From an optimization exercise on the open Yosys and OpenROAD flow, aimed at small area; shortcuts taken in it are not production practice. Function was checked by simulation only, so behaviour that the tests miss may differ from the original. Power and IR drop assume default switching activity.

==> flow/design.v <==
module spike_rank_filter (
    input  wire        clk,
    input  wire        rst,           
    input  wire [15:0] raw,           
    input  wire [1:0]  mode,          
    input  wire [1:0]  win,           
    input  wire [3:0]  rank,          
    input  wire [15:0] thr,           
    input  wire        cnt_rd,        
    output wire [15:0] clean,
    output wire        excised,
    output reg  [31:0] excise_count
);
    integer a, b, i, j;
    reg [127:0] hist;
    reg [8:1]   vld;
    reg [80:0]  ord;
    reg  [8:1]  nw;
    wire        raw_le0 = raw[15] | (raw == 16'd0);
    always @(*) begin
        for (b = 1; b <= 8; b = b + 1)
            nw[b] = vld[b] ? ($signed(raw) <= $signed(hist[16*(b-1) +: 16]))
                           : raw_le0;
    end
    always @(posedge clk) begin
        hist <= {hist[111:0], raw};
        if (rst) begin
            vld <= 8'd0;
            for (a = 1; a <= 8; a = a + 1)
                for (b = a + 1; b <= 8; b = b + 1)
                    ord[9*a+b] <= 1'b1;       
        end else begin
            vld <= {vld[7:1], 1'b1};
            for (a = 1; a <= 7; a = a + 1)
                for (b = a + 1; b <= 7; b = b + 1)
                    ord[9*(a+1)+b+1] <= ord[9*a+b];
            for (b = 1; b <= 7; b = b + 1)
                ord[9+b+1] <= nw[b];
        end
    end
    reg [8:0] pinf, minf;
    always @(*) begin
        pinf = 9'd0;
        minf = 9'd0;
        pinf[0] = (win != 2'd3);
        pinf[1] = ~win[1];
        pinf[2] = (win == 2'd0);
        minf[6] = (win == 2'd0);
        minf[7] = ~win[1];
        minf[8] = (win != 2'd3);
    end
    reg [80:0] lo;
    always @(*) begin
        lo = 81'd0;
        for (a = 0; a <= 8; a = a + 1)
            for (b = a + 1; b <= 8; b = b + 1)
                lo[9*a+b] = ((a == 0) ? nw[b] : ord[9*a+b])
                            & (pinf[a] == pinf[b]) & (minf[a] == minf[b]);
    end
    wire [3:0] tgt   = (mode == 2'd3) ? (rank + 4'd2 - {2'b00, win}) : 4'd4;
    wire [3:0] tgtm1 = tgt - 4'd1;
    reg [2:0]  cnt;
    reg [8:1]  hit;
    reg [15:0] sel_c;
    always @(*) begin
        for (i = 1; i <= 8; i = i + 1) begin
            cnt = 3'd0;
            for (j = 1; j <= 8; j = j + 1) begin
                if (j < i) cnt = cnt + {2'b00, lo[9*j+i]};
                if (j > i) cnt = cnt + {2'b00, ~lo[9*i+j]};
            end
            hit[i] = lo[i] ? ({1'b0, cnt} == tgtm1) : ({1'b0, cnt} == tgt);
        end
        sel_c = (hit == 8'd0) ? raw : 16'd0;
        for (i = 1; i <= 8; i = i + 1)
            if (hit[i] && vld[i]) sel_c = sel_c | hist[16*(i-1) +: 16];
    end
    wire [15:0] teff_c = (mode == 2'd2) ? thr : (mode == 2'd0) ? 16'hffff : 16'd0;
    reg [15:0] sel1, teff1;
    always @(posedge clk) begin
        sel1  <= sel_c;
        teff1 <= teff_c;
    end
    wire [15:0] x1   = vld[5] ? hist[16*4 +: 16] : 16'd0;
    wire [16:0] d1   = {x1[15], x1} - {sel1[15], sel1};
    wire [15:0] e1   = d1[15:0] ^ {16{d1[16]}};           
    wire [16:0] s1   = {1'b0, e1} + {1'b0, ~teff1} + {16'd0, d1[16]};
    wire        exc1 = s1[16];                             
    reg [15:0] cl2, cl3, cl4;
    reg        ex2, ex3, ex4;
    always @(posedge clk) begin
        cl2 <= exc1 ? sel1 : x1;
        ex2 <= exc1;
        cl3 <= cl2;
        ex3 <= ex2;
        cl4 <= cl3;
        ex4 <= ex3;
    end
    assign clean   = cl4 & {16{vld[4]}};
    assign excised = ex4 & vld[4];
    always @(posedge clk) begin
        if (rst)
            excise_count <= 32'd0;
        else if (cnt_rd)
            excise_count <= {31'd0, excised};
        else
            excise_count <= excise_count + {31'd0, excised};
    end
endmodule
==> flow/run.sh <==
#!/bin/bash
# synth_recipe.tcl (not shown) runs the flow's synth.tcl, then flattens the netlist and writes it again
# the make line also repeats each setting of config.mk as NAME=value (left out here)
make -C /OpenROAD-flow-scripts/flow DESIGN_CONFIG=/design/flow/config.mk WORK_HOME=/design/flow/orfs CLKGATE_MAP_FILE= SYNTH_SCRIPT=/design/flow/synth_recipe.tcl finish
==> flow/config.mk <==
export PLATFORM = sky130hd
export DESIGN_NAME = spike_rank_filter
export DESIGN_NICKNAME = spike_rank_filter
export VERILOG_FILES = /design/flow/design.v
export SDC_FILE = /design/flow/constraint.sdc
export NUM_CORES = 4
export LEC_CHECK = 0
export CAP_MARGIN = 20
export CORE_MARGIN = 2
export CORE_UTILIZATION = 40
export PLACE_DENSITY = 0.6
export SLEW_MARGIN = 20
==> flow/constraint.sdc <==
create_clock -name core_clock -period 7.0 [get_ports {clk}]
set_input_delay 1.4000 -clock core_clock [delete_from_list [all_inputs] [get_ports {clk}]]
set_output_delay 1.4000 -clock core_clock [all_outputs]
set_load 0.01 [all_outputs]
==> results of run 1 <==
## worst max-delay path, cell delays in order
cell and delay, ns:
sky130_fd_sc_hd__clkdlybuf4s50_1 0.56, sky130_fd_sc_hd__inv_1 0.09, sky130_fd_sc_hd__ha_1 0.33, sky130_fd_sc_hd__nand2b_1 0.27, sky130_fd_sc_hd__fa_1 0.49, sky130_fd_sc_hd__fa_1 0.52, sky130_fd_sc_hd__fa_1 0.43, sky130_fd_sc_hd__fa_1 0.44
sky130_fd_sc_hd__xor2_1 0.18, sky130_fd_sc_hd__and4_1 0.24, sky130_fd_sc_hd__nand4bb_1 0.10, sky130_fd_sc_hd__o311a_1 0.27, sky130_fd_sc_hd__or2_1 0.61, sky130_fd_sc_hd__o32ai_1 0.21, sky130_fd_sc_hd__a211oi_1 0.23, sky130_fd_sc_hd__nand3_1 0.12
## registers in the layout, summed over array words and instances (netlist names), 8 cells and up
name,flops
cl4,16
sel1,16
cl2,16
excise_count,32
cl3,16
hist,128
ord,25
teff1,16
vld,8
## cell families (layout without fill, tap and decap cells)
| logic type | Yosys count | after routing |
|---|---|---|
| mux | 27 | 27 |
| xor+xnor | 88 | 88 |
| compound gates | 260 | 260 |
| fa+ha+maj | 203 | 203 |
| flops | 279 | 279 |
| buf+inv | 295 | 418 |
| simple gates | 476 | 476 |
## where the power goes
part,switching [mW],internal (mW)
Sequential,0.0936,1.80
Clock,0.674,0.976
Combinational,0.965,0.743
Total,1.73,3.52
## worst max-delay path by stage
stage	slack, ns	cells after the start	end
after detailed placement	0.38	14	sel1[9]$_DFF_P_
after floorplan	1.19	17	sel1[10]$_DFF_P_
after global placement	0.30	18	sel1[8]$_DFF_P_
final	0.93	16	sel1[2]$_DFF_P_
after global routing	0.61	17	sel1[15]$_DFF_P_
after CTS	0.98	14	sel1[3]$_DFF_P_
## through the flow
step | cell area [um2] | worst slack [ns]
after floorplan | 15000 | 1.19
after global placement | 16500 | 0.301
after detailed placement | 16500 | 0.378
after CTS | 17500 | 0.977
after global routing | 17500 | 0.614
final | 17500 | 0.927
## layer usage
metal	wire [um]	vias to the layer above
met1	20000	5588
li1	-	5761
met4	915	0
met2	18300	315
met5	0	-
met3	2370	68
## final cells by class
cell class / count / area (um2) / area share [%]
Multi-Input combinational cell: 1054 / 8310 / 47.4
Clock buffer: 42 / 907 / 5.17
Timing Repair Buffer: 112 / 1070 / 6.09
Tap cell: 474 / 593 / 3.38
Sequential cell: 279 / 5590 / 31.8
Inverter: 250 / 938 / 5.35
Clock inverter: 14 / 134 / 0.763
## synthesized netlist by cell type (5+ instances only)
cell                       count
sky130_fd_sc_hd__and4_1        8
sky130_fd_sc_hd__a22oi_1      15
sky130_fd_sc_hd__nor2b_1      27
sky130_fd_sc_hd__fa_1         34
sky130_fd_sc_hd__mux2i_1      22
sky130_fd_sc_hd__nand3_1      70
sky130_fd_sc_hd__and2_1       44
sky130_fd_sc_hd__or2_2        22
sky130_fd_sc_hd__a31oi_1       7
sky130_fd_sc_hd__a21o_1       14
sky130_fd_sc_hd__and3_1       16
sky130_fd_sc_hd__o21a_1        6
sky130_fd_sc_hd__o21ai_1       7
sky130_fd_sc_hd__inv_1       249
sky130_fd_sc_hd__or3_1        12
sky130_fd_sc_hd__nand2_1     102
sky130_fd_sc_hd__ha_1        169
sky130_fd_sc_hd__xor2_1       47
sky130_fd_sc_hd__a211oi_1     20
sky130_fd_sc_hd__nor2_1       65
sky130_fd_sc_hd__o31ai_1       5
sky130_fd_sc_hd__nor3_1       13
sky130_fd_sc_hd__a21oi_1      72
sky130_fd_sc_hd__nand2b_1     19
sky130_fd_sc_hd__nand4_1      30
sky130_fd_sc_hd__buf_2        14
sky130_fd_sc_hd__nor4_1       23
sky130_fd_sc_hd__clkbuf_1     25
sky130_fd_sc_hd__o21ai_0      29
sky130_fd_sc_hd__xnor2_1      37
sky130_fd_sc_hd__a221o_1      15
sky130_fd_sc_hd__o32ai_1      15
sky130_fd_sc_hd__o211ai_1     12
sky130_fd_sc_hd__dfxtp_1     279
==> run summary, run 1 <==
- Reg clk slew, reported paths: 0.06 ns
- The synthesized netlist devotes 5.44% of its cell area to XOR and XNOR gates.
- Die Ht: between 150 and 200 um
* Post-cts repair resize count: 0
* Outcome: finished clean
- Detailed placement finished with a half-perimeter wire length of 32.3 mm.
* Cell type with the highest aggregate area in the netlist: sky130_fd_sc_hd__dfxtp_1
- Iteration-0 DRC Markers: ~670
* Area of the mapped netlist: between 15,000 and 20,000 um2
- Setup repair after global routing left no endpoint under its margin.
- Summed negative setup slack over all endpoints: 0 ns
* Fill count: roughly 3,500
- Using the TritonRoute via totals, the vias-per-cell ratio works out to 5.27.
- Share of the core filled with cells: 47.0%
- Slew headroom: 24.7%
* Cells taking the most area after synthesis: sky130_fd_sc_hd__dfxtp_1, sky130_fd_sc_hd__ha_1, sky130_fd_sc_hd__inv_1
- Final nets: 1,974
- Initial antenna violation count: 0
- During I/O placement, the number of pins put on the boundary was 92.
- Dividing the final minimum period by the clock period gives 86.8%.
- Floorplan die area: 39,200 um2
- GRT met1 Usage: 29.8%
* Cell count after synthesis: around 1,600
- Top library cells by usage in the layout, fill and taps aside: sky130_fd_sc_hd__dfxtp_1, sky130_fd_sc_hd__inv_1, sky130_fd_sc_hd__ha_1
- In this run the number of H-tree levels came out at 1.
- Post-Route Skew: 0.0234 ns
- The number of hold-slack violations in the final timing report was 0.
- Mean routed wirelength per cell: 18.7 um
- Synth-to-Final Area Change: 16.6%
- The number of antenna diodes in the final layout is 0.
- The count of buffers added on input and output ports is 91.
- Root cell of the clock tree: sky130_fd_sc_hd__clkbuf_16
- The detailed router placed 11,700 vias in this run.
* Share of flip-flops with an asynchronous set or reset: 0%
- In this run the most critical hold path is launched from cl3[8]$_DFF_P_.
- Number of nets produced by synthesis: between 1,500 and 2,000
- Maximum net fanout on the critical path: 15
* Total CTS buffers: 31
- Seq cells post-synth: 279
* Critical register-to-register path endpoint: cl2[12]$_DFF_P_
- Leakage: 8.00 nW
- Of the cells placed in the final design, the portion with a size suffix greater than 1 is 7.54%.
- Sum of internal, switching and leakage power: 5.25 mW
- No sink is reached through more buffers than the 3 on the longest clock path.
- Count of different cell masters after synthesis: 94
* Number of instances in the placed design: around 2,200
* Cell depth of the worst min-delay path: 0
- Static timing analysis puts the maximum clock frequency at 165 MHz.
* Crit path from: win[0]
* Multiplexer share of the synthesized area: 1.86%
* PD cells: 300 nW/um2
- Dominant combinational cell family by area after synthesis: adder cells
- Core Area: 37,300 um2
* Endpoint with the worst hold slack: cl4[8]$_DFF_P_
* Total number of yosys warnings: 1
- For met2 alone, demand over resource in global routing was 34.4%.
* Finished Layout Cells: 2,225
* Max-slew violations: 0
- The synthesized netlist devotes 17.0% of its cell area to simple gates.
- Arithmetic-cell share of the synthesized area counting full adders, half adders and majority gates: approximately 19%
- The path class of the tightest hold or removal check is register to register.
- Initial core utilization: 40.3%
- Via count of the first global-routing pass: 11,700
- Global routing's busiest layer: met2
- Endpoint required time on the critical path: 7.43 ns
* Worst Max-Slew Pin Slew: 1.12 ns
- The startpoint identified for the worst register-to-register timing path is vld[5]$_SDFF_PP0_.
- Primary flip-flop cell chosen by synthesis mapping: sky130_fd_sc_hd__dfxtp_1
* Number of clock sinks seen by CTS: roughly 280
* Final Setup Violations: 0
* Final wirelength: ~42 mm
* Final hold slack: 0.324 ns
- The congestion estimate from routability-driven global placement came to roughly 0.93.
* First-pass detailed-route iteration total: 5
* Final ANT Viol Nets: 0
- At the later pin of the worst-skew pair, clock insertion delay measures slightly below 0.6 ns.
* Number of placement rows: 71
* Post-synth EDFFs: 0
* Worst Setup End Kind: register
* Overall routing resource usage: between 20% and 30%
- Global-route wire length before repair: 64.9 mm
- In this run the register-to-register setup slack is approximately 1.6 ns.
- Subtracting the final worst setup slack from the clock period gives 6.07 ns.
* Number of remaining DRC errors: 0
- Startpoint types: input pin
- The setup path with the least slack is of type input pin to register.
* Postcts setup bufs: 0
- Overflow left after global routing: 0
- The share of the Yosys chip area taken by registers is between 30% and 40%.
* Most common library cell in the layout ignoring fill and taps: sky130_fd_sc_hd__dfxtp_1
- Met3 layer usage reported by global route: around 2.9%
* Share of Yosys cell area claimed by the top area cell type: 37.1%
- Worst vdd rail ir drop: around 210 uV
- A synthesized cell averages approximately 9.2 um2.
- The synthesized netlist devotes between 10% and 20% of its cell area to compound gates.
- Max-cap check violation count: 0
- Measured in cells, the most critical reg-to-reg path has a length of 23.
- TritonCTS built the clock tree.
* Pin count of the biggest net entering global routing: 32
- STA puts the critical path data arrival time at 6.51 ns.
* Width of the die: 198 um
* Hold-fix buffer count after cts: 0
==> inputs of run 2 (changes only) <==
--- a/flow/design.v
+++ b/flow/design.v
@@ -16,11 +16,18 @@
     reg [8:1]   vld;
     reg [80:0]  ord;
     reg  [8:1]  nw;
+    reg  [15:0] hb;
+    reg         cy;
+    wire [15:0] nr      = {raw[15], ~raw[14:0]};
     wire        raw_le0 = raw[15] | (raw == 16'd0);
     always @(*) begin
-        for (b = 1; b <= 8; b = b + 1)
-            nw[b] = vld[b] ? ($signed(raw) <= $signed(hist[16*(b-1) +: 16]))
-                           : raw_le0;
+        for (b = 1; b <= 8; b = b + 1) begin
+            hb = hist[16*(b-1) +: 16] ^ 16'h8000;
+            cy = 1'b1;
+            for (i = 0; i < 16; i = i + 1)
+                cy = (hb[i] & nr[i]) | (hb[i] & cy) | (nr[i] & cy);
+            nw[b] = vld[b] ? cy : raw_le0;
+        end
     end
     always @(posedge clk) begin
         hist <= {hist[111:0], raw};
@@ -59,17 +66,27 @@
     end
     wire [3:0] tgt   = (mode == 2'd3) ? (rank + 4'd2 - {2'b00, win}) : 4'd4;
     wire [3:0] tgtm1 = tgt - 4'd1;
-    reg [2:0]  cnt;
+    reg [6:0]  t;
+    reg        sa, ca, sb, cb, r0, cc, r1, r2;
     reg [8:1]  hit;
     reg [15:0] sel_c;
     always @(*) begin
         for (i = 1; i <= 8; i = i + 1) begin
-            cnt = 3'd0;
+            b = 0;
+            t = 7'd0;
             for (j = 1; j <= 8; j = j + 1) begin
-                if (j < i) cnt = cnt + {2'b00, lo[9*j+i]};
-                if (j > i) cnt = cnt + {2'b00, ~lo[9*i+j]};
+                if (j < i) begin t[b] = lo[9*j+i];  b = b + 1; end
+                if (j > i) begin t[b] = ~lo[9*i+j]; b = b + 1; end
             end
-            hit[i] = lo[i] ? ({1'b0, cnt} == tgtm1) : ({1'b0, cnt} == tgt);
+            sa = t[0] ^ t[1] ^ t[2];
+            ca = (t[0] & t[1]) | (t[0] & t[2]) | (t[1] & t[2]);
+            sb = t[3] ^ t[4] ^ t[5];
+            cb = (t[3] & t[4]) | (t[3] & t[5]) | (t[4] & t[5]);
+            r0 = sa ^ sb ^ t[6];
+            cc = (sa & sb) | (sa & t[6]) | (sb & t[6]);
+            r1 = ca ^ cb ^ cc;
+            r2 = (ca & cb) | (ca & cc) | (cb & cc);
+            hit[i] = lo[i] ? ({1'b0, r2, r1, r0} == tgtm1) : ({1'b0, r2, r1, r0} == tgt);
         end
         sel_c = (hit == 8'd0) ? raw : 16'd0;
         for (i = 1; i <= 8; i = i + 1)
--- a/flow/config.mk
+++ b/flow/config.mk
@@ -7,6 +7,9 @@
 export LEC_CHECK = 0
 export CAP_MARGIN = 20
 export CORE_MARGIN = 2
-export CORE_UTILIZATION = 40
-export PLACE_DENSITY = 0.6
+export CORE_UTILIZATION = 60
+export CTS_BUF_LIST = sky130_fd_sc_hd__clkbuf_16
+export CTS_CLUSTER_DIAMETER = 100
+export CTS_CLUSTER_SIZE = 25
+export PLACE_DENSITY = 0.75
 export SLEW_MARGIN = 20
==> run summary, run 2 <==
- Total inserted antenna cells: 0 (unchanged)
- STA classifies the critical path endpoint as a register.
* Endpoint with the worst hold slack: cl4[5]$_DFF_P_
- Final hold slack: 0.334 ns (+0.0101 ns)
- Number of placement rows: 55 (-23%)
- Hold wc startpoint: cl3[5]$_DFF_P_
* Share of Yosys cell area claimed by the top area cell type: 40.8% (+3.7 points)
- The net load switching power came to 1.45 mW (-16%).
- The remaining max-slew budget at the tightest pin is 39.5% (+15 points).
* Final Hold Violating Endpoints: 0 (unchanged)
- The hold-fix buffer count after cts came to 0 (unchanged).
- The largest total area in the synthesized netlist belongs to sky130_fd_sc_hd__dfxtp_1.
* Clock power share: 21.0% (-10 points)
- Counting flops per register, the top entry is hist.
- Finished Layout Cells: 1,832 (-18%)
* Average footprint of a synthesized cell: 9.24 um2 (about the same)
- Endpoint required time on the critical path: 7.40 ns (-0.03 ns)
- The worst setup path is of the input pin to register kind.
- Largest register FFs: 128 (unchanged)
- Comb pwr share: 34.6% (+2.1 points)
* Part of the Yosys area used for sequential elements: 40.8% (+3.7 points)
- The CTS clock-pin slew for the worst setup and hold paths was 0.10 ns (+0.04 ns).
- The routability congestion estimate came to 0.948 (+1.9%).
- Number of remaining DRC errors: 0 (unchanged)
- Path type of the worst min-delay path: register to register
* Cell count after synthesis: 1,481 (-9.0%)
- The ratio of final minimum period to clock period was 83.2% (-3.6 points).
* Overall routing resource usage: 28.8% (+7.5 points)
- Top library cells by usage in the layout, fill and taps aside: sky130_fd_sc_hd__dfxtp_1, sky130_fd_sc_hd__inv_1, sky130_fd_sc_hd__nand2_1
- Post-synth EDFFs: 0 (unchanged)
* Post-Route Skew: 0.0219 ns (-0.00154 ns)
- The count of instances resized after the clock tree is built came to 0 (unchanged).
- The global-route wire length before repair came to 55.3 mm (-15%).
* Initial core utilization: 60.8% (+21 points)
- The total core area is 22,500 um2 (-40%).
* Final wirelength: 34.8 mm (-16%)
- The maximum fanout along the worst path is 10 (-5).
- Period minus WS final: 5.82 ns (-0.250 ns)
- Reg2Reg Depth: 23 (unchanged)
- The clock latency at the later pin of the worst-skew pair is 0.51 ns (-0.07 ns).
* Outcome: finished clean
- The count of final setup violators is 0 (unchanged).
- Num ports: 92 (unchanged)
* Detail-routed via count per cell: 6.02 (+14%)
- The commonest cells after synthesis are sky130_fd_sc_hd__dfxtp_1, sky130_fd_sc_hd__inv_1, sky130_fd_sc_hd__nand2_1, sky130_fd_sc_hd__nor2_1, sky130_fd_sc_hd__nor2b_1.
- The largest registers in the layout are hist (128), excise_count (32), ord (25).
* Share of final-layout standard cells stronger than drive strength 1: 6.40% (-1.1 points)
- The number of vias in the routed layout came to 11,000 (-6.0%).
- Buffers from clock root to sink, at most: 3 (unchanged)
* Arrival @ worst endpoint: 6.22 ns (-0.29 ns)
- The vertical die dimension came to 155 um (-22%).
- Setup repair after global routing left no endpoint under its margin.
- The worst register-to-register path begins at vld[5]$_SDFF_PP0_.
- The warning count from the yosys run was 1 (unchanged).
- Postcts setup bufs: 0 (unchanged)
- The largest net degree at the start of global routing was 32 (unchanged).
* Register-to-register path setup slack: 1.88 ns (+0.24 ns)
* Mean routed wirelength per cell: 19.0 um (+1.7%)
- Among all cell types in the netlist, the one instantiated most often is sky130_fd_sc_hd__dfxtp_1.
* Register share of total power: 44.4% (+8.3 points)
- Number of clock sinks seen by CTS: 279 (unchanged)
* Initial antenna violation count: 0 (unchanged)
* Width of the die: 155 um (-22%)
* First-pass detailed-route iteration total: 6 (+1)
* Summed negative setup slack over all endpoints: 0 ns (unchanged)
- The count of different cell masters after synthesis came to 84 (-11%).
* Sw Share: 33.2% (+0.28 points)
* Number of instances in the placed design: 1,814 (-16%)
- Leakage: 6.50 nW (-19%)
- Number of nets produced by synthesis: 1,599 (-15%)
- Share of flip-flops with an asynchronous set or reset: 0% (unchanged)
* PD cells: 287 nW/um2 (-4.4%)
- The count of port buffers added during placement came to 91 (unchanged).
- The number of violations of the max-capacitance limit came to 0 (unchanged).
* Cell depth of the worst min-delay path: 0 (unchanged)
* Share of the core filled with cells: 67.6% (+21 points)
- CTS placed an instance of sky130_fd_sc_hd__clkbuf_16 at the clock tree root.
- Max-slew violations: 0 (unchanged)
- Cells taking the most area after synthesis: sky130_fd_sc_hd__dfxtp_1, sky130_fd_sc_hd__fa_1, sky130_fd_sc_hd__inv_1
- Tracing the worst setup path back leads to its startpoint at win[0].
- Startpoint types: input pin
- Primary flip-flop cell chosen by synthesis mapping: sky130_fd_sc_hd__dfxtp_1
- Compared with the post-synthesis result, the final layout area differs by 11.2%.
* Overflow left after global routing: 0 (unchanged)
- The via count of the first global-routing pass was 10,800 (-7.6%).
- The die area is 24,000 um2 (-39%).
- Final ANT Viol Nets: 0 (unchanged)
- The area of the mapped netlist is 13,700 um2 (-9.0%).
- Max Clock Freq: 172 MHz (+4.3%)
- Worst Max-Slew Pin Slew: 0.907 ns (-0.217 ns)
- The clock buffer count from CTS came to 15 (-52%).
- Leaving out fill and tap cells, the most frequent cell in the layout is sky130_fd_sc_hd__dfxtp_1.
* Seq cells post-synth: 279 (unchanged)
* Final nets: 1,664 (-16%)
- TritonCTS built the clock tree.
- The DRC marker count from the first detailed-route iteration came to 940 (+39%).
* Post-detailed-placement half-perimeter wirelength: 26.7 mm (-17%)
* Worst vdd rail ir drop: 223 uV (+7.8%)
- Critical register-to-register path endpoint: cl2[12]$_DFF_P_
- The cell internal power dissipation came to 2.91 mW (-17%).
- The maximum level of the CTS H-tree is 1 (unchanged).
-- run 2: area by class of cell --
| class | count | area, um2 |
|---|---|---|
| tap | 285 | 357 |
| clock inverter | 3 | 36.3 |
| sequential | 279 | 5590 |
| inverter | 156 | 586 |
| timing repair buffer | 107 | 1030 |
| multi-input combinational | 987 | 7250 |
| clock buffer | 15 | 375 |
| fill | 1865 | 7280 |
-- run 2: critical path, cell delays in order --
cell	delay, ns
sky130_fd_sc_hd__clkdlybuf4s50_1	0.54
sky130_fd_sc_hd__inv_1	0.08
sky130_fd_sc_hd__ha_1	0.31
sky130_fd_sc_hd__nor3b_1	0.40
sky130_fd_sc_hd__fa_1	0.51
sky130_fd_sc_hd__fa_1	0.42
sky130_fd_sc_hd__fa_1	0.47
sky130_fd_sc_hd__xor2_1	0.16
sky130_fd_sc_hd__nor2_1	0.05
sky130_fd_sc_hd__a21oi_1	0.13
sky130_fd_sc_hd__o21ai_0	0.14
sky130_fd_sc_hd__and3_1	0.22
sky130_fd_sc_hd__o2111ai_1	0.10
sky130_fd_sc_hd__o31ai_2	0.13
sky130_fd_sc_hd__buf_4	0.18
sky130_fd_sc_hd__a221o_1	0.29
sky130_fd_sc_hd__a221oi_1	0.22
sky130_fd_sc_hd__o2111ai_1	0.17
sky130_fd_sc_hd__a211o_1	0.30
-- run 2: cells by family (layout without fill, tap and decap cells) --
kind of cell             Yosys count  in the layout  share of synthesized area, %
AND/OR/NAND/NOR                  481            481                          18.7
AO/OA/AOI/OAI                    296            296                          16.3
XOR/XNOR                          90             90                          5.81
adder cells (fa/ha/maj)          101            101                          10.7
buffers and inverters            215            281                          6.28
multiplexers                      19             19                          1.39
flip-flops                       279            279                          40.8
-- run 2: how the worst max path moves through the flow --
stage | cells after the start | slack [ns] | end
final | 19 | 1.18 | sel1[14]$_DFF_P_
after global routing | 19 | 0.74 | sel1[0]$_DFF_P_
after CTS | 19 | 1.19 | sel1[14]$_DFF_P_
after detailed placement | 19 | 0.69 | sel1[2]$_DFF_P_
after global placement | 15 | 0.82 | sel1[8]$_DFF_P_
after floorplan | 20 | 1.30 | sel1[4]$_DFF_P_
-- run 2: power by group through the flow --
stage          Clock (mW)  Sequential (mW)  Combinational [mW]
2_1_floorplan           0             1.92                1.17
4_1_cts             0.935             1.93                1.51
6_report            0.916             1.93                1.51
3_3_place_gp            0             1.96                1.45
3_5_place_dp            0             1.97                1.50
5_1_grt             0.985             1.96                1.68
-- run 2: per-layer routing --
metal  routed length (um)  vias up  part of all wire, %  GRT usage, %
li1                     -     5242                    -             -
met5                    0        -                    0             0
met1                14600     5223                   42          37.5
met2                16300      456                   47          48.6
met3                 2480      105                  7.1          4.07
met4                 1430        0                  4.1          11.7
-- run 2: through the flow --
step | setup slack, ns | area (um2) | power, mW
after floorplan | 1.30 | 13700 | 3.09
after global placement | 0.820 | 14800 | 3.41
after detailed placement | 0.690 | 14800 | 3.47
after CTS | 1.19 | 15200 | 4.38
after global routing | 0.739 | 15200 | 4.62
final | 1.18 | 15200 | 4.36
==> inputs of run 3 (changes only) <==
--- a/flow/design.v
+++ b/flow/design.v
@@ -14,12 +14,16 @@
     integer a, b, i, j;
     reg [127:0] hist;
     reg [8:1]   vld;
+    reg [3:0]   age;       
     reg [80:0]  ord;
     reg  [8:1]  nw;
     reg  [15:0] hb;
     reg         cy;
     wire [15:0] nr      = {raw[15], ~raw[14:0]};
     wire        raw_le0 = raw[15] | (raw == 16'd0);
+    always @(*) begin
+        for (b = 1; b <= 8; b = b + 1) vld[b] = (age >= b);
+    end
     always @(*) begin
         for (b = 1; b <= 8; b = b + 1) begin
             hb = hist[16*(b-1) +: 16] ^ 16'h8000;
@@ -32,12 +36,12 @@
     always @(posedge clk) begin
         hist <= {hist[111:0], raw};
         if (rst) begin
-            vld <= 8'd0;
+            age <= 4'd0;
             for (a = 1; a <= 8; a = a + 1)
                 for (b = a + 1; b <= 8; b = b + 1)
                     ord[9*a+b] <= 1'b1;       
         end else begin
-            vld <= {vld[7:1], 1'b1};
+            if (!age[3]) age <= age + 4'd1;
             for (a = 1; a <= 7; a = a + 1)
                 for (b = a + 1; b <= 7; b = b + 1)
                     ord[9*(a+1)+b+1] <= ord[9*a+b];
@@ -70,6 +74,7 @@
     reg        sa, ca, sb, cb, r0, cc, r1, r2;
     reg [8:1]  hit;
     reg [15:0] sel_c;
+    reg        sgn_c;
     always @(*) begin
         for (i = 1; i <= 8; i = i + 1) begin
             b = 0;
@@ -91,18 +96,38 @@
         sel_c = (hit == 8'd0) ? raw : 16'd0;
         for (i = 1; i <= 8; i = i + 1)
             if (hit[i] && vld[i]) sel_c = sel_c | hist[16*(i-1) +: 16];
+        sgn_c = (hit == 8'd0) & ~lo[4];
+        for (i = 1; i <= 3; i = i + 1)
+            sgn_c = sgn_c | (hit[i] & ~lo[9*i+4]);
+        for (i = 5; i <= 8; i = i + 1)
+            sgn_c = sgn_c | (hit[i] & lo[36+i]);
     end
     wire [15:0] teff_c = (mode == 2'd2) ? thr : (mode == 2'd0) ? 16'hffff : 16'd0;
-    reg [15:0] sel1, teff1;
+    reg [15:0] sel1, u1;
+    reg        sgn1;
     always @(posedge clk) begin
-        sel1  <= sel_c;
-        teff1 <= teff_c;
+        sel1 <= sel_c;
+        sgn1 <= sgn_c;
+        u1   <= teff_c ^ {16{~sgn_c}};
     end
-    wire [15:0] x1   = vld[5] ? hist[16*4 +: 16] : 16'd0;
-    wire [16:0] d1   = {x1[15], x1} - {sel1[15], sel1};
-    wire [15:0] e1   = d1[15:0] ^ {16{d1[16]}};           
-    wire [16:0] s1   = {1'b0, e1} + {1'b0, ~teff1} + {16'd0, d1[16]};
-    wire        exc1 = s1[16];                             
+    wire [15:0] x1 = vld[5] ? hist[16*4 +: 16] : 16'd0;
+    reg  [17:0] fa_s, fa_c;
+    reg  [17:0] op_a, op_b, op_u;
+    reg         cy2, exc1;
+    always @(*) begin
+        op_a = {{2{x1[15]}}, x1};
+        op_b = {{2{~sel1[15]}}, ~sel1};
+        op_u = {{2{~sgn1}}, u1};
+        for (i = 0; i < 18; i = i + 1) begin
+            fa_s[i] = op_a[i] ^ op_b[i] ^ op_u[i];
+            fa_c[i] = (op_a[i] & op_b[i]) | (op_a[i] & op_u[i]) | (op_b[i] & op_u[i]);
+        end
+        cy2 = 1'b1;
+        for (i = 0; i < 17; i = i + 1)
+            cy2 = (fa_s[i] & ((i == 0) ? 1'b0 : fa_c[i-1])) | (fa_s[i] & cy2)
+                | (((i == 0) ? 1'b0 : fa_c[i-1]) & cy2);
+        exc1 = ~(sgn1 ^ fa_s[17] ^ fa_c[16] ^ cy2);
+    end
     reg [15:0] cl2, cl3, cl4;
     reg        ex2, ex3, ex4;
     always @(posedge clk) begin
--- a/flow/config.mk
+++ b/flow/config.mk
@@ -7,9 +7,9 @@
 export LEC_CHECK = 0
 export CAP_MARGIN = 20
 export CORE_MARGIN = 2
-export CORE_UTILIZATION = 60
+export CORE_UTILIZATION = 55
 export CTS_BUF_LIST = sky130_fd_sc_hd__clkbuf_16
 export CTS_CLUSTER_DIAMETER = 100
 export CTS_CLUSTER_SIZE = 25
-export PLACE_DENSITY = 0.75
+export PLACE_DENSITY = 0.7
 export SLEW_MARGIN = 20
==> run summary, run 3 <==
- The routability congestion estimate came to 0.950 (+0.15%).
* Mean routed wirelength per cell: 19.4 um (+2.1%)
* Worst path cell trace: clkdlybuf4s50_1 -> inv_1 -> ha_1 -> nor3b_1 -> fa_1 -> fa_1 -> fa_1 -> xor2_1 -> or4_1 -> mux2i_1 -> nor3_1 -> and4_1 -> a2111o_1 -> xnor2_1
- The count of final setup violators is 0 (unchanged).
- Core Area: 22,700 um2 (+0.92%)
* Top cells by count, synth: sky130_fd_sc_hd__dfxtp_1, sky130_fd_sc_hd__inv_1, sky130_fd_sc_hd__nand2_1, sky130_fd_sc_hd__nor2_1, sky130_fd_sc_hd__nand3_1
- Final hold slack: 0.334 ns (-0.000360 ns)
- Detail-routed via count per cell: 5.83 (-3.2%)
- Delay of the slowest cell on the worst path: 0.78 ns (+0.24 ns)
* Via count of the routed design: 10,100 (-8.7%)
- Post-detailed-placement half-perimeter wirelength: 25.7 mm (-3.8%)
- The area of the mapped netlist is 12,800 um2 (-6.7%).
* Initial core utilization: 56.2% (-4.6 points)
- The proportion of synthesized chip area in sequential cells came to 43.3% (+2.5 points).
- Path type of the worst min-delay path: register to register
- The final clock skew was 0.0287 ns (+0.00678 ns).
- The number of buffers between clock root and the deepest sink was 3 (unchanged).
* Pin count of the biggest net entering global routing: 33 (+3.1%)
- Worst Setup End Kind: register
- The warning count from the yosys run is 1 (unchanged).
- Largest register by flop count: hist
- STA classifies the critical path startpoint as an input pin.
- The clock latency at the later pin of the worst-skew pair is 0.51 ns (about the same).
- The peak supply drop is 259 uV (+16%).
* Share of flip-flops with an asynchronous set or reset: 0% (unchanged)
- Max Clock Freq: 161 MHz (-6.1%)
* Placed Area: 13,900 um2 (-6.0%)
* PD cells: 307 nW/um2 (+7.2%)
- Clock tree from TritonCTS: yes
- Share of Yosys cell area claimed by the top area cell type: 43.3% (+2.5 points)
- Global-route wire length before repair: 53.8 mm (-2.8%)
- Width of the die: 156 um (+0.85%)
- The number of cell rows is 55 (unchanged).
- The die area was 24,500 um2 (+1.7%).
- Most common library cell in the layout ignoring fill and taps: sky130_fd_sc_hd__dfxtp_1
* Slew headroom: 39.8% (+0.36 points)
* Iteration-0 DRC Markers: 907 (-3.5%)
- The final routed DRC violation total came to 0 (unchanged).
- The total number of nets in the final design came to 1,550 (-6.9%).
* Crit path buf inv count: 2 (-1)
* Final critical-path share of the clock period: 88.6% (+5.4 points)
* Share of final-layout standard cells stronger than drive strength 1: 5.13% (-1.3 points)
- The data required time at the worst endpoint came to 7.34 ns (-0.06 ns).
* Total CTS buffers: 15 (unchanged)
- The cell sitting at the root of the clock tree is a sky130_fd_sc_hd__clkbuf_16.
* Non-Filler Cell Area, Final: 14,300 um2 (-5.9%)
- Largest register FFs: 128 (unchanged)
* Final wirelength: 33.5 mm (-3.7%)
- Number of clock sinks seen by CTS: 276 (-1.1%)
* CTS H-Tree Depth: 1 (unchanged)
- Setup repair after global routing missed its margin: no
* # port buffers: 91 (unchanged)
* Final Hold Violating Endpoints: 0 (unchanged)
- The leakage power summed over all cells came to 5.78 nW (-11%).
- The max-slew violation count came to 0 (unchanged).
- The post-synthesis sequential element count came to 276 (-1.1%).
- The largest registers in the layout are hist (128), excise_count (32), ord (25).
- Initial antenna violation count: 0 (unchanged)
- Post-synth EDFFs: 0 (unchanged)
- Yosys attributes the largest share of cell area to sky130_fd_sc_hd__dfxtp_1, sky130_fd_sc_hd__fa_1, sky130_fd_sc_hd__inv_1.
- The final-layout setup total negative slack came to 0 ns (unchanged).
- The synthesized area divided by synthesized cell count came to 9.29 um2 (+0.47%).
- Arrival @ worst endpoint: 6.54 ns (+0.32 ns)
- Cell type of the slowest stage on the worst timing path: sky130_fd_sc_hd__a2111o_1
* Max-cap check violation count: 0 (unchanged)
- The overall power consumption came to 4.40 mW (+0.91%).
* Via count of the first global-routing pass: 9,726 (-9.9%)
- Cell family with the largest share of critical-path delay: adder cells
- The number of instances in the synthesized netlist is 1,375 (-7.2%).
- Final ANT Viol Nets: 0 (unchanged)
- The net count of the mapped netlist is 1,483 (-7.3%).
- The CTS clock-pin slew for the worst setup and hold paths is 0.09 ns (about the same).
* Top library cells by usage in the layout, fill and taps aside: sky130_fd_sc_hd__dfxtp_1, sky130_fd_sc_hd__inv_1, sky130_fd_sc_hd__nand2_1
* Cell type with the highest aggregate area in the netlist: sky130_fd_sc_hd__dfxtp_1
- Total inserted antenna cells: 0 (unchanged)
- The critical path is of the input pin to register type.
* Worst Max-Slew Pin Slew: 0.903 ns (-0.00422 ns)
- Die Ht: 156 um (+0.85%)
- Postcts setup bufs: 0 (unchanged)
- The overall track demand over capacity in global routing came to 27.7% (-1.1 points).
- The iteration count of the initial detailed-routing pass came to 6 (unchanged).
- Period minus WS final: 6.20 ns (+0.379 ns)
* Most prevalent standard cell on the critical path: sky130_fd_sc_hd__fa_1
- Synth-to-Final Area Change: 12.2%
- Num ports: 92 (unchanged)
- Post-cts repair resize count: 0 (unchanged)
* Overflow left after global routing: 0 (unchanged)
* Maximum net fanout on the critical path: 17 (+7)
* Count of different cell masters after synthesis: 71 (-15%)
- By instance count, the leading cell after synthesis is sky130_fd_sc_hd__dfxtp_1.
- Primary flip-flop cell chosen by synthesis mapping: sky130_fd_sc_hd__dfxtp_1
- The run finished with no timing, DRC or antenna violations.
* Hold-fix buffer count after cts: 0 (unchanged)
-- run 3: cell count changes in the layout (fill, tap and decap cells not counted), moves of 18 or more --
cell	previous run	this run
sky130_fd_sc_hd__a211o_1	22	1
sky130_fd_sc_hd__a211oi_1	7	25
sky130_fd_sc_hd__a22oi_1	9	35
sky130_fd_sc_hd__and2_1	44	26
sky130_fd_sc_hd__and3_1	32	14
sky130_fd_sc_hd__ha_1	41	15
sky130_fd_sc_hd__inv_1	145	120
sky130_fd_sc_hd__nand2_1	96	119
sky130_fd_sc_hd__nor2b_1	53	35
sky130_fd_sc_hd__o2111ai_1	22	1
-- run 3: report_power, final --
group / switching [mW] / total, mW / internal, mW / leakage (nW)
logic: 0.916 / 1.57 / 0.659 / 3.28
registers: 0.118 / 1.93 / 1.81 / 2.30
clock network: 0.501 / 0.898 / 0.397 / 0.201
total: 1.53 / 4.40 / 2.87 / 5.78
-- run 3: cell type report --
type                       instances  area (um2)
clock inverter                     3        30.0
clock buffer                      15         375
timing repair buffer             110        1050
tap                              285         357
sequential                       276        5530
fill                            1938        8380
multi-input combinational        912        6510
inverter                         127         477
-- run 3: cells by family (layout without fill, tap and decap cells) --
family,Yosys count,in the layout,synth area share (%)
AND/OR/NAND/NOR,447,447,17.4
flip-flops,276,276,43.3
AO/OA/AOI/OAI,268,268,14.7
buffers and inverters,187,255,5.83
adder cells (fa/ha/maj),99,99,12.0
XOR/XNOR,89,89,6.10
multiplexers,9,9,0.774
-- run 3: path summary, 6_finish.rpt --
path                  startpoint         endpoint  slack [ns]  cells past startpoint
min              cl3[15]$_DFF_P_  cl4[15]$_DFF_P_        0.33                      0
min reg2reg      cl3[15]$_DFF_P_  cl4[15]$_DFF_P_        0.33                      0
max reg2reg  age[1]$_SDFFE_PP0N_   cl2[3]$_DFF_P_        1.77                     20
max                       win[0]    u1[3]$_DFF_P_        0.80                     14
-- run 3: worst reg2reg max path: stages, from the launching register on --
cell and delay [ns]:
sky130_fd_sc_hd__dfxtp_1 0.44, sky130_fd_sc_hd__inv_1 0.12, sky130_fd_sc_hd__ha_1 0.18, sky130_fd_sc_hd__nand2b_1 0.17, sky130_fd_sc_hd__a21o_1 0.19, sky130_fd_sc_hd__buf_4 0.20
sky130_fd_sc_hd__nand2_1 0.17, sky130_fd_sc_hd__fa_1 0.44, sky130_fd_sc_hd__maj3_1 0.36, sky130_fd_sc_hd__maj3_1 0.36, sky130_fd_sc_hd__maj3_1 0.36, sky130_fd_sc_hd__a21oi_1 0.15
sky130_fd_sc_hd__o21ai_0 0.13, sky130_fd_sc_hd__a21oi_1 0.18, sky130_fd_sc_hd__o311ai_0 0.19, sky130_fd_sc_hd__maj3_1 0.38, sky130_fd_sc_hd__maj3_1 0.40, sky130_fd_sc_hd__xnor2_2 0.15
sky130_fd_sc_hd__buf_4 0.29, sky130_fd_sc_hd__nand2_1 0.13, sky130_fd_sc_hd__o21ai_0 0.11
-- run 3: metrics by stage --
step / utilization (%) / std cells / setup slack, ns
2_1_floorplan: - / 1375 / 1.07
3_3_place_gp: 61.3 / 1710 / 0.442
3_5_place_dp: 61.3 / 1710 / 0.348
4_1_cts: 63.1 / 1728 / 0.817
5_1_grt: 63.1 / 1728 / 0.463
6_report: 63.1 / 1728 / 0.797
-- run 3: layer usage --
metal  vias to the layer above  wire length, um  global-route usage [%]
met5                         -                0                       0
met4                         0              937                    7.21
met3                        58             2260                    3.96
met2                       386            14700                    43.0
met1                      4806            15700                    40.7
li1                       4818                -                       -
==> inputs of run 4 (changes only) <==
==> flow/flow/run.sh (new file) <==
#!/bin/bash
# Own layout flow: the standard ORFS flow with
#  - the same synthesis script, but an area-oriented ABC script and only full
#    adders extracted (flow/my_synth.tcl, flow/abc_area.script);
#  - port buffers of the smallest buffer (buf_1) instead of the default;
#  - clock tree: clkbuf_16 only, larger sink clusters, no dummy loads.
# The standard synthesis is run first as a reference: if the registers of the
# own synthesis (names and cell types) differ from it, the flow falls back to
# the standard synthesis. Every tool's output goes to a log file here.
set -euo pipefail
W=$PWD
F=$W/flow
PLAT=${FLOW_PLATFORM:-sky130hd}

bash standard.sh synth > $W/log_std_synth.txt 2>&1
mv $W/orfs $W/orfs_std

# 2. our configuration: the standard flow's config.mk plus layout settings
cat > $W/own_config.mk <<EOF
include $W/config.mk
export BUFFER_PORTS_ARGS = -buffer_cell sky130_fd_sc_hd__buf_1
export GPL_TIMING_DRIVEN = 0
export CTS_ARGS = -sink_clustering_enable -repair_clock_nets -dont_use_dummy_load -sink_clustering_size 15 -sink_clustering_max_diameter 100 -buf_list sky130_fd_sc_hd__clkbuf_8
EOF

# the make command of standard.sh, with our config and synthesis script
MK=$(grep '^make ' $W/standard.sh | sed -e "s#DESIGN_CONFIG=[^ ]*#DESIGN_CONFIG=$W/own_config.mk#" \
    -e "s#SYNTH_SCRIPT=[^ ]*#SYNTH_SCRIPT=$F/my_synth.tcl#" -e 's#"\${@:-finish}"##')

export MY_ABC_SCRIPT=$F/abc_area.script
export MY_FA_ONLY=1
eval "$MK synth" > $W/log_own_synth.txt 2>&1

# 3. same registers as the standard synthesis?
regs() {
    python3 - "$1" <<'PY'
import re, sys
txt = open(sys.argv[1]).read()
out = []
for m in re.finditer(r'^\s*(sky130_fd_sc_hd__(?:df|dl|sdf|edf)\w*?)(?:_\d+)?\s+(\S+)\s*\(', txt, re.M):
    out.append(m.group(2) + ' ' + m.group(1))
print('\n'.join(sorted(out)))
PY
}
R=results/$PLAT/spike_rank_filter/base
regs $W/orfs_std/$R/1_2_yosys.v > $W/regs_std.txt
regs $W/orfs/$R/1_2_yosys.v > $W/regs_own.txt
if cmp -s $W/regs_std.txt $W/regs_own.txt && [ -s $W/regs_std.txt ]; then
    echo "registers match the standard synthesis ($(wc -l < $W/regs_std.txt))" > $W/log_regs.txt
else
    echo "registers differ: using the standard synthesis" > $W/log_regs.txt
    rm -rf $W/orfs
    cp -a $W/orfs_std $W/orfs
    MK=$(echo "$MK" | sed -e "s#SYNTH_SCRIPT=[^ ]*#SYNTH_SCRIPT=$W/synth_recipe.tcl#")
fi

# 4. the rest of the flow
eval "$MK finish" > $W/log_own_flow.txt 2>&1

# 5. the final DEF
: # left out here: write the final layout as DEF
==> flow/flow/abc_area.script (new file) <==
strash
&get -n
&fraig -x
&put
scorr
dc2
balance; rewrite; refactor; balance; rewrite; rewrite -z; balance; refactor -z; rewrite -z; balance
strash
&get -n
&dch -f
&nf -R 1000
&put
==> flow/flow/my_synth.tcl (new file) <==
proc synth {args} { yosys synth -nofsm -noshare {*}$args }
# Area-oriented technology mapping: the ABC script in MY_ABC_SCRIPT replaces
# ORFS's, and only full adders are extracted (no half adders).
proc abc {args} {
  set i [lsearch -exact $args -script]
  if {$i >= 0 && [info exists ::env(MY_ABC_SCRIPT)]} { lset args [expr {$i+1}] $::env(MY_ABC_SCRIPT) }
  yosys abc {*}$args
}
if {[info exists ::env(MY_FA_ONLY)]} { proc extract_fa {args} { yosys extract_fa -fa } }
source $::env(SCRIPTS_DIR)/synth.tcl
# left out here: clear keep_hierarchy, flatten, clean up, hide names made inside functions, write 1_2_yosys.v
==> flow/standard.sh (new file) <==
#!/bin/bash
# synth_recipe.tcl (not shown) runs the flow's synth.tcl, then flattens the netlist and writes it again
# the make line also repeats each setting of config.mk as NAME=value (left out here)
make -C /OpenROAD-flow-scripts/flow DESIGN_CONFIG=/design/flow/config.mk WORK_HOME=/design/flow/orfs CLKGATE_MAP_FILE= SYNTH_SCRIPT=/design/flow/synth_recipe.tcl "${@:-finish}"
==> flow/config.mk (replaced) <==
export PLATFORM = sky130hd
export DESIGN_NAME = spike_rank_filter
export DESIGN_NICKNAME = spike_rank_filter
export VERILOG_FILES = /design/flow/design.v
export SDC_FILE = /design/flow/constraint.sdc
export NUM_CORES = 4
export LEC_CHECK = 0
export CAP_MARGIN = 20
export CORE_MARGIN = 2
export CORE_UTILIZATION = 50
export PLACE_DENSITY = 0.65
export SLEW_MARGIN = 20
removed: flow/run.sh
==> run summary, run 4 <==
* Share of Yosys cell area claimed by the top area cell type: 49.8% (+6.5 points)
* Iteration-0 DRC Markers: 1,034 (+14%)
* Largest register FFs: 128 (unchanged)
- Total CTS buffers: 22 (+7)
* Number of placement rows: 54 (-1.8%)
* Total inserted antenna cells: 0 (unchanged)
- The count of different cell masters after synthesis is 38 (-46%).
* Post-detailed-placement half-perimeter wirelength: 20.0 mm (-22%)
- Leakage: 4.56 nW (-21%)
- The number of vias in the routed layout came to 8,734 (-13%).
- Cell type of the slowest stage on the worst timing path: sky130_fd_sc_hd__and2_0
- Count leader, synth: sky130_fd_sc_hd__dfxtp_1
- The peak supply drop came to 343 uV (+32%).
- Post-cts repair resize count: 0 (unchanged)
- Setup ws final: 0.554 ns (-0.243 ns)
* Final wirelength: 27.2 mm (-19%)
* Detail-routed via count per cell: 5.83 (+0.14%)
- The worst hold path begins at cl3[3]$_DFF_P_.
- The die extent in x was 153 um (-2.2%).
- Final nets: 1,312 (-15%)
* Final ANT Viol Nets: 0 (unchanged)
* Routability congestion estimate from global placement: 0.871 (-8.3%)
- Final Setup Violations: 0 (unchanged)
* CTS H-Tree Depth: 1 (unchanged)
* Endpoint with the worst hold slack: cl4[3]$_DFF_P_
- The number of ports placed on the die boundary was 92 (unchanged).
* Final Hold Violating Endpoints: 0 (unchanged)
- Mean routed wirelength per cell: 18.1 um (-6.5%)
* Worst Setup End Kind: register
* Delay of the slowest cell on the worst path: 0.97 ns (+0.19 ns)
- Post-synth EDFFs: 0 (unchanged)
- The overall power consumption came to 4.35 mW (-1.2%).
- The layout cell share with drive strength beyond 1 came to 3.29% (-1.8 points).
- Cell family with the largest share of critical-path delay: compound AO/OA/AOI/OAI gates
* Global-route wire length before repair: 44.5 mm (-17%)
- Cell depth of the worst min-delay path: 0 (unchanged)
- TritonCTS built the clock tree.
- The die area was 23,400 um2 (-4.3%).
- Number of clock sinks seen by CTS: 276 (unchanged)
* Largest registers ranked by flip-flop count: hist (128), excise_count (32), ord (25)
* Finished Layout Cells: 1,497 (-13%)
- The area of the mapped netlist was 11,100 um2 (-13%).
* Stages on worst setup path: 21 (+7)
* Postcts setup bufs: 0 (unchanged)
- PD cells: 356 nW/um2 (+16%)
* Slew headroom: 23.2% (-17 points)
- Part of the Yosys area used for sequential elements: 49.8% (+6.5 points)
- Worst Max-Slew Pin Slew: 1.15 ns (+0.249 ns)
- The number of instances in the synthesized netlist was 1,097 (-20%).
* Synth-to-Final Area Change: 10.1%
* Initial core utilization: 50.9% (-5.4 points)
- Most common library cell in the layout ignoring fill and taps: sky130_fd_sc_hd__dfxtp_1
* Worst setup slack before clock tree synthesis: 0.126 ns (-0.222 ns)
- WS Path Type: input pin to register
- First-pass detailed-route iteration total: 5 (-1)
- The shortest clock period the worst path allows after layout came to 6.45 ns (+0.243 ns).
- The largest net degree at the start of global routing is 36 (+9.1%).
- Register-to-register path setup slack: 1.42 ns (-0.35 ns)
* Arrival @ worst endpoint: 6.91 ns (+0.37 ns)
- sky130_fd_sc_hd__dfxtp_1 takes more of the synthesized area than any other cell.
- Number of nets produced by synthesis: 1,190 (-20%)
- Startpoint types: input pin
- Endpoint required time on the critical path: 7.46 ns (+0.12 ns)
* Outcome: finished clean
- The initial antenna violation count is 0 (unchanged).
- Source of the worst register-to-register timing path: age[3]$_SDFF_PP0_
* Path type of the worst min-delay path: register to register
- The total core area came to 21,800 um2 (-3.9%).
* Largest register by flop count: hist
- Setup repair after global routing missed its margin: no
- The maximum achievable frequency came to 155 MHz (-3.8%).
- Placed Area: 11,900 um2 (-14%)
* Final hold slack: 0.323 ns (-0.0104 ns)
* Overflow left after global routing: 0 (unchanged)
- Reg clk slew, reported paths: 0.10 ns (about the same)
- Overall routing resource usage: 23.1% (-4.6 points)
* Average footprint of a synthesized cell: 10.1 um2 (+9.0%)
- # port buffers: 91 (unchanged)
* Non-Filler Cell Area, Final: 12,200 um2 (-15%)
- Cells taking the most area after synthesis: sky130_fd_sc_hd__dfxtp_1, sky130_fd_sc_hd__fa_1, sky130_fd_sc_hd__a21oi_1
- Share of flip-flops with an asynchronous set or reset: 0% (unchanged)
- The final routed DRC violation total came to 0 (unchanged).
* Buffers from clock root to sink, at most: 3 (unchanged)
- The clock latency at the later pin of the worst-skew pair came to 0.55 ns (+0.04 ns).
- The final clock skew was 0.0611 ns (+0.0325 ns).
* Primary flip-flop cell chosen by synthesis mapping: sky130_fd_sc_hd__dfxtp_1
- The post-synthesis sequential element count came to 276 (unchanged).
* Via count of the first global-routing pass: 8,346 (-14%)
* Number of instances in the placed design: 1,475 (-14%)
* Total number of yosys warnings: 1 (unchanged)
- The max-slew violation count is 0 (unchanged).
- Critical register-to-register path endpoint: excise_count[31]$_SDFF_PP0_
- The depth of the worst register-to-register path is 22 (+10%).
- Max-cap check violation count: 0 (unchanged)
* Worst path cell trace: buf_1 -> clkinv_1 -> a22oi_1 -> a21oi_1 -> a221oi_1 -> o21a_1 -> o21ai_0 -> a222oi_1 -> o21ai_0 -> a222oi_1 -> o221ai_1 -> o21ai_0 -> or2_0 -> mux2i_1 -> xor2_1 -> nor3_1 -> and2_0 -> a222oi_1 -> nand2_1 -> a21oi_1 -> nand3_1
- Sorting the synthesized cells by how often they occur yields sky130_fd_sc_hd__dfxtp_1, sky130_fd_sc_hd__a21oi_1, sky130_fd_sc_hd__nand2_1, sky130_fd_sc_hd__clkinv_1, sky130_fd_sc_hd__o22ai_1.
* Top library cells by usage in the layout, fill and taps aside: sky130_fd_sc_hd__dfxtp_1, sky130_fd_sc_hd__buf_1, sky130_fd_sc_hd__a21oi_1
- Final critical-path share of the clock period: 92.1% (+3.5 points)
* Root cell of the clock tree: sky130_fd_sc_hd__clkbuf_8
* Crit path buf inv count: 2 (unchanged)
- Die Ht: 153 um (-2.2%)
* Hold-fix buffer count after cts: 0 (unchanged)
- The maximum fanout along the worst path came to 16 (-1).
==> run 4: cell type report <==
cell class	count	area, um2
tap	280	350
multi-input combinational	735	5300
sequential	276	5530
clock buffer	22	303
timing repair buffer	98	422
fill	1988	9600
inverter	86	323
==> run 4: cells by family after synthesis <==
group,after synthesis,share of synthesized area (%)
compound gates,335,20.5
simple gates,288,12.7
flops,276,49.8
buf+inv,86,2.91
fa+ha+maj,50,9.02
xor+xnor,47,3.71
mux,15,1.38
==> run 4: through the flow <==
stage	utilization, %	setup TNS (ns)
2_1_floorplan	-	0
6_report	56.0	0
5_1_grt	56.0	0
3_5_place_dp	54.6	0
4_1_cts	56.0	0
3_3_place_gp	54.0	-58.20
==> run 4: power breakdown <==
group,leakage [nW],switching [mW],internal [mW]
sequential,2.30,0.123,1.87
clock,0.158,0.478,0.282
combinational,2.09,0.907,0.684
==> run 4: how the worst max path moves through the flow <==
stage                      start         endpoint  slack, ns
after floorplan           win[0]    u1[0]$_DFF_P_       0.58
after global placement    raw[1]    u1[5]$_DFF_P_      -2.34
after detailed placement  raw[2]  sel1[4]$_DFF_P_       0.13
after CTS                 raw[2]  sel1[4]$_DFF_P_       0.65
after global routing      raw[2]  sel1[7]$_DFF_P_       0.18
final                     raw[2]  sel1[4]$_DFF_P_       0.55
==> run 4: routing by layer <==
layer  part of all wire (%)  GRT usage, %
met3                    7.2          3.88
met5                      0             0
met1                     48          34.9
met4                    1.5          4.89
met2                     43          34.9
==> inputs of run 5 (changes only) <==
--- a/flow/config.mk
+++ b/flow/config.mk
@@ -8,5 +8,5 @@
 export CAP_MARGIN = 20
 export CORE_MARGIN = 2
 export CORE_UTILIZATION = 50
-export PLACE_DENSITY = 0.65
+export PLACE_DENSITY = 0.8
 export SLEW_MARGIN = 20
==> run summary, run 5 <==
- The routability congestion estimate came to 0.950 (+9.2%).
- Source of the worst register-to-register timing path: age[3]$_SDFF_PP0_
- Post-cts repair resize count: 0 (unchanged)
- The net count of the mapped netlist was 1,190 (unchanged).
- The number of cells after detailed placement was 1,472 (-0.20%).
- Buffers from clock root to sink, at most: 3 (unchanged)
* Dominant combinational cell family by area after synthesis: compound AO/OA/AOI/OAI gates
- Part of the Yosys area used for sequential elements: 49.8% (unchanged)
- The logic depth of the worst setup path including buffers is 21 (unchanged).
- Tracing the worst setup path back leads to its startpoint at raw[2].
- The leakage power summed over all cells is 4.53 nW (-0.52%).
- The number of buffers and inverters on the critical path was 2 (unchanged).
- Critical register-to-register path endpoint: excise_count[31]$_SDFF_PP0_
* Synth Area in Compound Gates: 20.5% (unchanged)
- Sum of internal, switching and leakage power: 4.22 mW (-2.9%)
* Post-detailed-placement half-perimeter wirelength: 18.9 mm (-5.3%)
- Outcome: finished clean
- The largest net degree at the start of global routing came to 36 (unchanged).
- The worst setup path is captured at a register.
- Synth-to-Final Area Change: 9.66%
* Slew headroom: 25.1% (+1.9 points)
- Largest registers ranked by flip-flop count: hist (128), excise_count (32), ord (25)
* Initial antenna violation count: 1 (+1)
- Top library cells by usage in the layout, fill and taps aside: sky130_fd_sc_hd__dfxtp_1, sky130_fd_sc_hd__buf_1, sky130_fd_sc_hd__a21oi_1
- # port buffers: 91 (unchanged)
* Global-route wire length before repair: 42.1 mm (-5.2%)
- The detail-routed net length per standard cell was 17.1 um (-5.6%).
- Max-cap check violation count: 0 (unchanged)
- The number of cell rows was 54 (unchanged).
- Post-synth EDFFs: 0 (unchanged)
- The shortest clock period the worst path allows after layout was 6.34 ns (-0.102 ns).
- The portion of netlist area occupied by mux cells is 1.38% (unchanged).
- The library cell used most frequently in the layout, excluding fill and tap cells, is sky130_fd_sc_hd__dfxtp_1.
- The ratio of final minimum period to clock period was 90.6% (-1.5 points).
- Initial core utilization: 50.9% (unchanged)
- The clock latency at the later pin of the worst-skew pair is 0.55 ns (about the same).
- The clock net sink count came to 276 (unchanged).
* Cells taking the most area after synthesis: sky130_fd_sc_hd__dfxtp_1, sky130_fd_sc_hd__fa_1, sky130_fd_sc_hd__a21oi_1
- Cell type of the slowest stage on the worst timing path: sky130_fd_sc_hd__and2_0
- Worst path cell trace: buf_1 -> clkinv_1 -> a22oi_1 -> a21oi_1 -> a221oi_1 -> o21a_1 -> o21ai_0 -> a222oi_1 -> o21ai_0 -> a222oi_1 -> o221ai_1 -> o21ai_0 -> or2_0 -> mux2i_1 -> xor2_1 -> nor3_1 -> and2_0 -> a222oi_1 -> nand2_1 -> a21oi_1 -> nand3_1
- The count of buffers added by post-CTS timing repair for setup was 0 (unchanged).
- Endpoint required time on the critical path: 7.47 ns (about the same)
* Post-Route Skew: 0.0587 ns (-0.00244 ns)
* Final Setup Violations: 0 (unchanged)
- The worst setup slack for register-to-register paths came to 1.32 ns (-0.10 ns).
- The area share of fa/ha/maj cells after synthesis was 9.02% (unchanged).
* Hold-fix buffer count after cts: 0 (unchanged)
- Count of different cell masters after synthesis: 38 (unchanged)
* Overall routing resource usage: 21.6% (-1.5 points)
* Reg2Reg Depth: 22 (unchanged)
- Total CTS buffers: 22 (unchanged)
- In the post-synthesis netlist, the cell with the most instances is sky130_fd_sc_hd__dfxtp_1.
* Iteration-0 DRC Markers: 1,060 (+2.5%)
- The antenna violation net count after detailed routing came to 0 (unchanged).
- Floorplan die area: 23,400 um2 (unchanged)
- The worst setup path is launched from an input pin.
* Share of Yosys cell area claimed by the top area cell type: 49.8% (unchanged)
- The post-detailed-routing wire length came to 25.6 mm (-5.8%).
* Top cells by count, synth: sky130_fd_sc_hd__dfxtp_1, sky130_fd_sc_hd__a21oi_1, sky130_fd_sc_hd__nand2_1, sky130_fd_sc_hd__clkinv_1, sky130_fd_sc_hd__o22ai_1
* Max-slew violations: 0 (unchanged)
- Detail-routed via count per cell: 5.96 (+2.1%)
- Finished Layout Cells: 1,494 (-0.20%)
- The synthesized area divided by synthesized cell count came to 10.1 um2 (unchanged).
- Total inserted antenna cells: 0 (unchanged)
- The layout cell share with drive strength beyond 1 came to 2.88% (-0.40 points).
- The final routed DRC violation total is 0 (unchanged).
* Fraction of the mapped netlist area in simple logic gates: 12.7% (unchanged)
- Seq cells post-synth: 276 (unchanged)
- The vertical die dimension came to 153 um (unchanged).
- The area of the mapped netlist was 11,100 um2 (unchanged).
* Final nets: 1,309 (-0.23%)
- The xor/xnor share of the synthesized area is 3.71% (unchanged).
- The critical path arrival came to 6.82 ns (-0.09 ns).
* Largest register FFs: 128 (unchanged)
- Setup repair after global routing missed its margin: no
- The number of hold-slack violations in the final timing report is 0 (unchanged).
* Overflow left after global routing: 0 (unchanged)
- Root cell of the clock tree: sky130_fd_sc_hd__clkbuf_8
- The most critical setup path has its endpoint at sel1[8]$_DFF_P_.
- Via count of the routed design: 8,897 (+1.9%)
* Fill count: 1,843 (-7.3%)
- The iteration count of the initial detailed-routing pass came to 9 (+4).
* Worst vdd rail ir drop: 228 uV (-33%)
- The multi-input logic area is 5300 um2 (about the same).
- WS Path Type: input pin to register
* Max Clock Freq: 158 MHz (+1.6%)
- Reg clk slew, reported paths: 0.09 ns (about the same)
* Share of flip-flops with an asynchronous set or reset: 0% (unchanged)
- The utilization after layout was 55.8% (-0.24 points).
- Num ports: 92 (unchanged)
* Area used by sequential logic in the layout: 5530 um2 (unchanged)
- The via count of the first global-routing pass is 8,408 (+0.74%).
- The maximum level of the CTS H-tree came to 1 (unchanged).
* Cell family with the largest share of critical-path delay: compound AO/OA/AOI/OAI gates
* Delay of the slowest cell on the worst path: 0.93 ns (-0.04 ns)
- Worst setup slack before clock tree synthesis: 0.240 ns (+0.114 ns)
- The power per cell area was 347 nW/um2 (-2.5%).
* Cell count after synthesis: 1,097 (unchanged)
* Total number of yosys warnings: 1 (unchanged)
- Width of the die: 153 um (unchanged)
- TritonCTS built the clock tree.
* Setup ws final: 0.656 ns (+0.102 ns)
- Path type of the worst min-delay path: register to register
- Ranked by flip-flop count, first place goes to hist.
- Worst Max-Slew Pin Slew: 1.12 ns (-0.0318 ns)
* Primary flip-flop cell chosen by synthesis mapping: sky130_fd_sc_hd__dfxtp_1
- Maximum net fanout on the critical path: 16 (unchanged)
* Core Area: 21,800 um2 (unchanged)
* Cell type with the highest aggregate area in the netlist: sky130_fd_sc_hd__dfxtp_1
run 5: how the worst min path moves through the flow:
stage                    startpoint              end  slack (ns)  cells after the start
finish              cl3[12]$_DFF_P_  cl4[12]$_DFF_P_        0.31                      0
global placement     cl3[2]$_DFF_P_   cl4[2]$_DFF_P_        0.31                      0
global route        cl3[12]$_DFF_P_  cl4[12]$_DFF_P_        0.31                      0
detailed placement  cl2[11]$_DFF_P_  cl3[11]$_DFF_P_        0.31                      0
floorplan            cl2[0]$_DFF_P_   cl3[0]$_DFF_P_        0.31                      0
CTS                 cl2[10]$_DFF_P_  cl3[10]$_DFF_P_        0.31                      0
run 5: through the flow:
step / setup TNS (ns) / instance area, um2 / hold WS (ns)
finish: 0 / 12200 / 0.311
global route: 0 / 12200 / 0.306
CTS: 0 / 12200 / 0.313
detailed placement: 0 / 11900 / 0.312
global placement: -42.47 / 11800 / 0.310
floorplan: 0 / 11100 / 0.310
run 5: layout make-up:
cell class | count | share of cell area, %
clock buffers | 22 | 2.49
inverters | 86 | 2.65
multi-input cells | 735 | 43.5
flip-flops and latches | 276 | 45.4
well taps | 280 | 2.88
repair buffers | 95 | 3.08
run 5: logic make-up after synthesis:
logic type / after synthesis
AOI/OAI and AO/OA: 335
and+or+nand+nor: 288
DFF: 276
buffers and inverters: 86
adders and majority gates: 50
xor gates and xnor gates: 47
muxes: 15
run 5: routing by layer:
layer	share of wire, %	GRT usage (%)
met5	0.059	0
met1	45	31.8
met3	9.2	3.69
met2	43	32.7
met4	2.4	6.57
run 5: power breakdown:
part	switching [mW]	leakage, nW	total (mW)	internal, mW
Sequential	0.120	2.30	1.99	1.87
Combinational	0.866	2.07	1.48	0.613
Clock	0.466	0.158	0.748	0.282
run 5: worst register-to-register path: stages, from the launching register on:
cell	delay, ns
sky130_fd_sc_hd__dfxtp_1	0.54
sky130_fd_sc_hd__nor2_2	0.16
sky130_fd_sc_hd__buf_6	0.19
sky130_fd_sc_hd__nor2b_1	0.30
sky130_fd_sc_hd__and3_1	0.28
sky130_fd_sc_hd__and3_1	0.25
sky130_fd_sc_hd__and3_1	0.22
sky130_fd_sc_hd__and2_0	0.25
sky130_fd_sc_hd__and3_1	0.23
sky130_fd_sc_hd__and2_0	0.23
sky130_fd_sc_hd__and3_1	0.22
sky130_fd_sc_hd__and2_0	0.24
sky130_fd_sc_hd__and3_1	0.27
sky130_fd_sc_hd__and3_1	0.25
sky130_fd_sc_hd__and3_1	0.25
sky130_fd_sc_hd__and3_1	0.24
sky130_fd_sc_hd__and3_1	0.20
sky130_fd_sc_hd__and2_0	0.23
sky130_fd_sc_hd__and3_1	0.26
sky130_fd_sc_hd__and3_1	0.25
sky130_fd_sc_hd__and3_1	0.25
sky130_fd_sc_hd__and3_1	0.17
sky130_fd_sc_hd__nor3_1	0.05

separate check: timing with driven ports:
The flow's constraints put no driver on any port. The routed layouts listed below were extracted and timed again, unchanged, in two steps. Step 1 (the two cells are an assumption about what drives the block):
set clk [get_ports {clk}]
set_driving_cell -lib_cell sky130_fd_sc_hd__clkbuf_16 $clk
set_driving_cell -lib_cell sky130_fd_sc_hd__buf_2 [delete_from_list [all_inputs] $clk]
Step 2 moves the port delays by t, midway between the first and last clock arrival at a register: inputs arrive t later, outputs are due t later. That takes back most of the time a late clock gives input paths. Slacks: ideal / step 1 / step 2; pairs: ideal / step 1.
run | shift t [ns] | slack for setup (ns) | pins driven straight from the clock port
run 1 | 0.623 | 0.927 / 0.955 / 0.332 | 1
run 2 | 0.553 | 1.176 / 1.203 / 0.649 | 1
run 3 | 0.539 | 0.797 / 0.820 / 0.281 | 1
run 4 | 0.557 | 0.554 / 0.572 / 0.014 | 1
run 5 | 0.556 | 0.656 / 0.665 / 0.109 | 1
After both steps every run listed still meets setup and hold. The setup slack of run 1, which loses most, moves by +0.028 ns with the drivers and by -0.595 ns with both steps.
